What follows belongs to an exercise in optimizing a design on an open flow for small area, a short achievable clock period and few clock cycles per item; a production flow would make more cautious choices. Only simulation tests tie the RTL to the original design; equivalence was not proved. No activity file was given, so power comes from the tool's default toggle rates.

### flow/design.v
module hiker_xu (
    input  wire        clk,
    input  wire        rst,           
    input  wire        in_valid,
    output wire        in_ready,
    input  wire [31:0] in_instr,
    input  wire [31:0] in_a,          
    input  wire [31:0] in_b,          
    input  wire [3:0]  in_flags,      
    output reg         out_valid,
    output reg  [31:0] out_result,
    output reg         out_wen,
    output reg  [3:0]  out_rd,
    output reg  [3:0]  out_flags,
    output reg         out_illegal,
    output reg         out_divide
);
    wire [5:0]  op    = in_instr[31:26];
    wire [3:0]  gd    = in_instr[25:22];
    wire [3:0]  ga    = in_instr[21:18];
    wire [3:0]  gbf   = in_instr[17:14];
    wire        f_r   = in_instr[13];
    wire [2:0]  zr    = in_instr[12:10];
    wire [3:0]  cond  = in_instr[9:6];
    wire [5:0]  fn    = in_instr[5:0];
    wire        f_i   = in_instr[17];
    wire        zi    = in_instr[16];
    wire [15:0] imm   = in_instr[15:0];
    localparam OP_ALU  = 6'h01, OP_MD   = 6'h02, OP_ADDI = 6'h04,
               OP_ANDI = 6'h05, OP_ORI  = 6'h06, OP_XORI = 6'h07,
               OP_LUI  = 6'h08, OP_SHI  = 6'h09, OP_CMPI = 6'h0A;
    wire fl_n = in_flags[3];
    wire fl_z = in_flags[2];
    wire fl_c = in_flags[1];
    wire fl_v = in_flags[0];
    reg cond_true;
    always @(*) begin
        case (cond)
            4'h0: cond_true = 1'b1;
            4'h1: cond_true = fl_z;
            4'h2: cond_true = ~fl_z;
            4'h3: cond_true = fl_c;
            4'h4: cond_true = ~fl_c;
            4'h5: cond_true = fl_c & ~fl_z;
            4'h6: cond_true = ~fl_c | fl_z;
            4'h7: cond_true = fl_n;
            4'h8: cond_true = ~fl_n;
            4'h9: cond_true = fl_v;
            4'hA: cond_true = ~fl_v;
            4'hB: cond_true = (fl_n == fl_v);
            4'hC: cond_true = (fl_n != fl_v);
            4'hD: cond_true = ~fl_z & (fl_n == fl_v);
            4'hE: cond_true = fl_z | (fl_n != fl_v);
            default: cond_true = 1'b0;
        endcase
    end
    reg illegal;
    always @(*) begin
        case (op)
            OP_ALU: begin
                if (zr != 3'b0 || fn > 6'h15)
                    illegal = 1'b1;
                else if (fn == 6'h13)
                    illegal = (cond == 4'hF);
                else if (cond != 4'h0)
                    illegal = 1'b1;
                else if (fn == 6'h10 || fn == 6'h11 || fn == 6'h12)
                    illegal = (gbf != 4'h0);
                else
                    illegal = 1'b0;
            end
            OP_MD:   illegal = (zr != 3'b0) || (cond != 4'h0) ||
                               (fn == 6'h03) || (fn > 6'h07);
            OP_ADDI, OP_ANDI, OP_ORI, OP_XORI:
                     illegal = zi;
            OP_LUI:  illegal = zi || f_i || (ga != 4'h0);
            OP_SHI:  illegal = zi || (imm[15:8] != 8'h0) || imm[5];
            OP_CMPI: illegal = zi || f_i || (gd != 4'h0);
            default: illegal = 1'b1;
        endcase
    end
    wire [31:0] simm = {{16{imm[15]}}, imm};
    wire [31:0] zimm = {16'h0, imm};
    reg  [31:0] add_b;
    reg         add_cin;
    always @(*) begin
        add_b   = in_b;
        add_cin = 1'b0;
        if (op == OP_ADDI) begin
            add_b = simm;
        end else if (op == OP_CMPI) begin
            add_b = ~simm; add_cin = 1'b1;
        end else begin
            case (fn)
                6'h01: begin add_b = in_b;  add_cin = fl_c; end
                6'h02: begin add_b = ~in_b; add_cin = 1'b1; end
                6'h03: begin add_b = ~in_b; add_cin = fl_c; end
                default: begin add_b = in_b; add_cin = 1'b0; end
            endcase
        end
    end
    wire [32:0] add_sum = {1'b0, in_a} + {1'b0, add_b} + {32'b0, add_cin};
    wire        add_c   = add_sum[32];
    wire        add_v   = (in_a[31] == add_b[31]) && (add_sum[31] != in_a[31]);
    reg  [1:0] sh_kind;
    reg  [7:0] sh_amt;
    always @(*) begin
        if (op == OP_SHI) begin
            sh_kind = imm[7:6];
            sh_amt  = {3'b0, imm[4:0]};
        end else begin
            sh_kind = fn[1:0];            
            sh_amt  = in_b[7:0];
        end
    end
    wire        sh_big  = |sh_amt[7:6];   
    wire [32:0] shl_w   = {1'b0, in_a} << sh_amt[5:0];    
    wire [32:0] shr_w   = {in_a, 1'b0} >> sh_amt[5:0];    
    wire [4:0]  sar_amt = (sh_amt >= 8'd31) ? 5'd31 : sh_amt[4:0];
    wire [31:0] sar_r   = $signed(in_a) >>> sar_amt;
    wire [4:0]  ror_amt = sh_amt[4:0];
    wire [31:0] ror_r   = (in_a >> ror_amt) | (in_a << (6'd32 - {1'b0, ror_amt}));
    reg [31:0] sh_r;
    reg        sh_c;
    always @(*) begin
        case (sh_kind)
            2'd0: begin
                sh_r = sh_big ? 32'h0 : shl_w[31:0];
                sh_c = (sh_amt == 8'd0) ? fl_c : (sh_big ? 1'b0 : shl_w[32]);
            end
            2'd1: begin
                sh_r = sh_big ? 32'h0 : shr_w[32:1];
                sh_c = (sh_amt == 8'd0) ? fl_c : (sh_big ? 1'b0 : shr_w[0]);
            end
            2'd2: begin
                sh_r = sar_r;
                sh_c = (sh_amt == 8'd0) ? fl_c :
                       (sh_amt >= 8'd32) ? in_a[31] : in_a[sh_amt[4:0] - 5'd1];
            end
            default: begin
                sh_r = ror_r;
                sh_c = (ror_amt == 5'd0) ? fl_c : ror_r[31];
            end
        endcase
    end
    reg [5:0] clz;
    integer i;
    always @(*) begin
        clz = 6'd32;
        for (i = 0; i < 32; i = i + 1)
            if (in_a[i]) clz = 6'd31 - i[5:0];
    end
    wire lt_s = $signed(in_a) < $signed(in_b);
    wire lt_u = in_a < in_b;
    reg [31:0] s_res;
    reg        s_c, s_v;      
    reg        s_f;           
    reg        s_wr;          
    always @(*) begin
        s_res = 32'h0;
        s_c   = fl_c;
        s_v   = fl_v;
        s_f   = 1'b0;
        s_wr  = 1'b1;
        case (op)
            OP_ALU: begin
                s_f = f_r;
                case (fn)
                    6'h00, 6'h01, 6'h02, 6'h03: begin
                        s_res = add_sum[31:0]; s_c = add_c; s_v = add_v;
                    end
                    6'h04: s_res = in_a & in_b;
                    6'h05: s_res = in_a | in_b;
                    6'h06: s_res = in_a ^ in_b;
                    6'h07: s_res = in_a & ~in_b;
                    6'h08, 6'h09, 6'h0A, 6'h0B: begin
                        s_res = sh_r; s_c = sh_c;
                    end
                    6'h0C: s_res = lt_s ? in_a : in_b;
                    6'h0D: s_res = lt_s ? in_b : in_a;
                    6'h0E: s_res = lt_u ? in_a : in_b;
                    6'h0F: s_res = lt_u ? in_b : in_a;
                    6'h10: s_res = {26'h0, clz};
                    6'h11: s_res = {{24{in_a[7]}}, in_a[7:0]};
                    6'h12: s_res = {{16{in_a[15]}}, in_a[15:0]};
                    6'h13: s_res = cond_true ? in_a : in_b;
                    6'h14: s_res = {31'h0, lt_s};
                    6'h15: s_res = {31'h0, lt_u};
                    default: s_res = 32'h0;
                endcase
            end
            OP_ADDI: begin
                s_f = f_i; s_res = add_sum[31:0]; s_c = add_c; s_v = add_v;
            end
            OP_ANDI: begin s_f = f_i; s_res = in_a & zimm; end
            OP_ORI:  begin s_f = f_i; s_res = in_a | zimm; end
            OP_XORI: begin s_f = f_i; s_res = in_a ^ zimm; end
            OP_LUI:  begin s_res = {imm, 16'h0}; end
            OP_SHI:  begin
                s_f = f_i; s_res = sh_r; s_c = sh_c;
            end
            OP_CMPI: begin
                s_f = 1'b1; s_wr = 1'b0;
                s_res = add_sum[31:0]; s_c = add_c; s_v = add_v;
            end
            default: ;
        endcase
    end
    wire [3:0] s_flags = s_f ? {s_res[31], (s_res == 32'h0), s_c, s_v} : in_flags;
    wire is_md   = (op == OP_MD) && !illegal;
    wire is_div  = is_md && fn[2];
    wire div_by0 = is_div && (in_b == 32'h0);
    reg        busy;
    reg [4:0]  cnt;
    reg [2:0]  m_fn;
    reg [3:0]  m_rd;
    reg        m_f;
    reg [3:0]  m_flags;
    reg [31:0] m_a, m_b;
    wire        m_sgn  = (m_fn[1:0] == 2'd1);      
    wire [63:0] m_prod = $signed({m_sgn & m_a[31], m_a}) * $signed({m_sgn & m_b[31], m_b});
    reg  [31:0] d_rem;
    reg  [31:0] d_q;
    reg  [31:0] d_den;
    reg         d_negq, d_negr;
    wire [33:0] d_r4  = {d_rem[31:0], d_q[31:30]};
    wire [33:0] d_b1  = {2'b0, d_den};
    wire [33:0] d_b2  = {1'b0, d_den, 1'b0};
    wire [33:0] d_b3  = d_b1 + d_b2;
    reg  [33:0] d_next_rem;
    reg  [1:0]  d_digit;
    always @(*) begin
        if (d_r4 >= d_b3) begin
            d_next_rem = d_r4 - d_b3; d_digit = 2'd3;
        end else if (d_r4 >= d_b2) begin
            d_next_rem = d_r4 - d_b2; d_digit = 2'd2;
        end else if (d_r4 >= d_b1) begin
            d_next_rem = d_r4 - d_b1; d_digit = 2'd1;
        end else begin
            d_next_rem = d_r4;        d_digit = 2'd0;
        end
    end
    wire        in_sgn  = (fn[0] == 1'b0);         
    wire        a_neg   = in_sgn & in_a[31];
    wire        b_neg   = in_sgn & in_b[31];
    wire [31:0] a_mag   = a_neg ? (~in_a + 32'd1) : in_a;
    wire [31:0] b_mag   = b_neg ? (~in_b + 32'd1) : in_b;
    wire [31:0] d_quot  = d_negq ? (~d_q + 32'd1) : d_q;
    wire [31:0] d_remv  = d_negr ? (~d_rem[31:0] + 32'd1) : d_rem[31:0];
    reg [31:0] m_res;
    always @(*) begin
        case (m_fn)
            3'd0:    m_res = m_prod[31:0];
            3'd1,
            3'd2:    m_res = m_prod[63:32];
            3'd4,
            3'd5:    m_res = d_quot;
            default: m_res = d_remv;
        endcase
    end
    wire [3:0] m_out_flags = m_f ? {m_res[31], (m_res == 32'h0), m_flags[1:0]} : m_flags;
    assign in_ready = !busy;
    wire   accept   = in_valid && in_ready;
    always @(posedge clk) begin
        if (rst) begin
            busy      <= 1'b0;
            out_valid <= 1'b0;
        end else begin
            out_valid <= 1'b0;
            if (accept) begin
                if (is_md && !div_by0) begin
                    busy    <= 1'b1;
                    m_fn    <= fn[2:0];
                    m_rd    <= gd;
                    m_f     <= f_r;
                    m_flags <= in_flags;
                    m_a     <= in_a;
                    m_b     <= in_b;
                    if (is_div) begin
                        cnt    <= 5'd17;
                        d_rem  <= 32'h0;
                        d_q    <= a_mag;
                        d_den  <= b_mag;
                        d_negq <= a_neg ^ b_neg;
                        d_negr <= a_neg;
                    end else begin
                        cnt    <= (fn[1:0] == 2'd0) ? 5'd1 : 5'd2;
                    end
                end else begin
                    out_valid   <= 1'b1;
                    out_rd      <= gd;
                    out_illegal <= illegal;
                    out_divide  <= div_by0;
                    out_result  <= s_res;
                    if (illegal || div_by0) begin
                        out_wen   <= 1'b0;
                        out_flags <= in_flags;
                    end else begin
                        out_wen   <= s_wr && (gd != 4'h0);
                        out_flags <= s_flags;
                    end
                end
            end else if (busy) begin
                if (cnt == 5'd1) begin
                    busy        <= 1'b0;
                    out_valid   <= 1'b1;
                    out_rd      <= m_rd;
                    out_illegal <= 1'b0;
                    out_divide  <= 1'b0;
                    out_result  <= m_res;
                    out_wen     <= (m_rd != 4'h0);
                    out_flags   <= m_out_flags;
                end else begin
                    cnt <= cnt - 5'd1;
                    if (m_fn[2]) begin
                        d_rem <= d_next_rem[31:0];
                        d_q   <= {d_q[29:0], d_digit};
                    end
                end
            end
        end
    end
endmodule
### flow/config.mk
export PLATFORM = sky130hd
export DESIGN_NAME = hiker_xu
export DESIGN_NICKNAME = hiker_xu
export VERILOG_FILES = /design/flow/design.v
export SDC_FILE = /design/flow/constraint.sdc
export NUM_CORES = 4
export LEC_CHECK = 0
export CAP_MARGIN = 20
export CORE_MARGIN = 2
export CORE_UTILIZATION = 40
export SLEW_MARGIN = 20
### flow/run.sh
#!/bin/bash
# synth_recipe.tcl (not shown) runs the flow's synth.tcl, then flattens the netlist and writes it again
# the make line also repeats each setting of config.mk as NAME=value (left out here)
make -C /OpenROAD-flow-scripts/flow DESIGN_CONFIG=/design/flow/config.mk WORK_HOME=/design/flow/orfs CLKGATE_MAP_FILE= SYNTH_SCRIPT=/design/flow/synth_recipe.tcl finish
### flow/constraint.sdc
create_clock -name core_clock -period 11.0 [get_ports {clk}]
set_input_delay 2.2000 -clock core_clock [delete_from_list [all_inputs] [get_ports {clk}]]
set_output_delay 2.2000 -clock core_clock [all_outputs]
set_load 0.01 [all_outputs]
==> notes.md <==
sequential cells by signal (all words and copies together), names as in the netlist, 3 cells and up:
register / cells
d_q: 32
out_rd: 4
m_rd: 4
cnt: 5
d_den: 32
m_fn: 3
d_rem: 32
m_b: 32
m_a: 32
out_flags: 4
out_result: 32
m_flags: 4
metal layers:
metal  vias up  GRT usage
met1     35100      0.471
met3      1221      0.110
met2      4461      0.573
met4        16      0.307
li1      29600          -
met5         -          0
power by group:
group          switching, µW  leakage (µW)  internal (µW)  total [µW]
logic                   1180        0.0331            497        1680
registers               9.84       0.00204            958         968
clock network            515      0.000523            645        1160
total                   1700        0.0356           2100        3800
final cells by class:
class / instances / area, µm² / area share
clock inverter: 22 / 220 / 0.00278
timing repair buffer: 514 / 4260 / 0.0538
clock buffer: 39 / 870 / 0.0110
inverter: 1397 / 5240 / 0.0662
tap: 2370 / 2970 / 0.0375
antenna: 24 / 60.1 / 0.000759
sequential: 224 / 6710 / 0.0847
multi-input combinational: 6733 / 58800 / 0.743
kinds of logic after synthesis:
logic type | Yosys count | share of synthesized area
AOI/OAI and AO/OA | 1926 | 0.172
xor gates and xnor gates | 340 | 0.0411
adders and majority gates | 1611 | 0.394
buffers and inverters | 1943 | 0.102
DFF | 224 | 0.0922
muxes | 176 | 0.0289
and+or+nand+nor | 2680 | 0.170
worst paths after layout:
kind                            slack (ns)     from  cells after the start      endpoint
worst min-delay path                  0.57  m_rd[2]                      2     out_rd[2]
worst max register to register        0.56  m_fn[0]                     36  out_flags[2]
worst min register to register        0.57  m_rd[2]                      2     out_rd[2]
worst max-delay path                  0.56  m_fn[0]                     36  out_flags[2]
synth_stat cells (118+ instances only):
| library cell | instances | area (µm²) |
|---|---|---|
| fa_1 | 1131 | 22600 |
| nand3_1 | 157 | 786 |
| nor3_1 | 156 | 781 |
| and2_1 | 276 | 1730 |
| nor2_1 | 431 | 1620 |
| o21ai_0 | 368 | 1840 |
| clkbuf_1 | 452 | 1700 |
| ha_1 | 480 | 6010 |
| edfxtp_1 | 222 | 6670 |
| nand2_1 | 1257 | 4720 |
| a21oi_1 | 584 | 2920 |
| mux2i_1 | 118 | 1180 |
| xnor2_1 | 236 | 2070 |
| inv_1 | 1381 | 5180 |
metrics by stage:
stage                     instances   util
final                         11300  0.438
after global routing          11300  0.438
after CTS                     11300  0.437
after detailed placement      11200  0.431
after global placement        11200  0.431
after floorplan                8900      -
critical path, delay by kind of cell, from the launching register on:
family / cells / cell delay, ns
AOI/OAI and AO/OA: 6 / 1.61
adders and majority gates: 9 / 4.69
DFF: 1 / 0.48
buffers and inverters: 9 / 0.89
and+or+nand+nor: 12 / 2.60
==> impl_metrics.toml <==
[clock_tree]
clkSinkCount = 224
htree_levels = 2
ctsHoldBuffers = 0
cts_max_path_buffers = 3
post_cts_buffers = 0
root_buffer = "clkbuf_16"
clock_latency_ns = 0.63
path_clk_slew_ns = 0.07
cts_resized = 0
cts_tree = "done"
cts_buffers = 34

[global_route]
overflow = 0
grt_pass1_vias = 70300
grt_pass1_wl_um = 517000
grt_usage = 0.387
grt_antenna_before_repair = 43
grt_max_degree = 66

[synth]
synth.avg_cell_area_um2 = 8.18
synth-seq-area-share = 0.0922
synth-main-ff-cell = "edfxtp_1"
ys_ff_latch = 224
yosys_warnings = 1
synthCells = 8900
syn-cell-area_um2 = 72800
synth-edff-count = 222
async_flop_share = 0
synth_cell_type_count = 108
syn_nets = 10600

[setup_path]
crit_path_max_fanout = 10
crit_top_cell = "fa_1"
critPathSlowestCell = "fa_1"
crit_path_end_kind = "register"
critPathKind = "reg -> reg"
startpoint_type = "register"
critical-path-max-stage-delay_ns = 0.67
cp.required_ns = 11.47
crit_arrival_ns = 10.91

[sta]
period_share = 0.949
worst_pin_slew_ns = 1.26
tns_ns = 0
rsz0062_at_grt = "false"
slew_headroom = 0.163
period_needed_ns = 10.44
fin_skew_ns = 0.0361
whs_ns = 0.569
drv_slew = 0
setup_violations = 0
finalWorstSetupSlack_ns = 0.560
fmax_mhz = 95.8
final-hold-violation-count = 0

[route]
wl_um = 359000
wl_met1_um = 133000
drt_pre_antenna_iters = 8
first_iter_violations = 9021
wl_per_cell_um = 31.7
highest_layer = "met5"
wl_met3_um = 37800
drcViolationCount = 0
vias_per_cell = 6.22
vias = 70400
ant_nets = 0
wl_met2_um = 153000

[outcome]
run_status = "finished clean"

[die]
die_w_um = 430
num_rows = 156
die_y_um = 430
coreArea_um2 = 181000
die_area_um2 = 185000
start_util = 0.403
ioPinCount = 148

[placement]
gp_congestion = 1.10
dpl.hpwl_um = 290000
placed_area_um2 = 77900
port_buffers = 147
dp_slack_ns = 0.752

[run]
drv_cap = 0

[final_layout]
fin_area_um2 = 79200
layout_common_cells = "inv_1, nand2_1, fa_1"
fin_nets = 10600
final_common_cell = "inv_1"
nFillCells = 18000
areaGrowthSynthToFinish_pct = 8.81
drive_above_1_share = 0.0670

[hold_path]
min_path_type = "reg -> reg"

[power]
peakVddDrop_mv = 0.0859
power.leakage_uw = 0.0356
p_total_uw = 3800
p_per_area_nw_per_um2 = 48.0
Testbench counts, summed over its fixed seeds: cycles 107,387, items 32,000.

==> separate check: timing with driven ports <==
How much do the figures lean on ideal ports? The routed layout below was timed once more, with nothing changed but the port constraints.
Step 1 assumes that a clkbuf_16 drives the clock port and a buf_2 every other input.
Step 2 adds t to the input delays and takes it off the output delays; t is the mean of the earliest and latest rising clock arrival at the registers after step 1. Input paths then give back, and output paths get back, about the clock's delay inside the block.
Three values: ideal ports, drivers, drivers and shift; two values: the first two.
t, ns: 0.704
setup slack, ns: 0.560 / 0.560 / 0.371
clock arrival spread, ns: 0.036 / 0.036
After both steps this run still meets setup and hold. For this run, drivers alone change the setup slack by 0.000 ns; drivers and shift together by -0.189 ns.
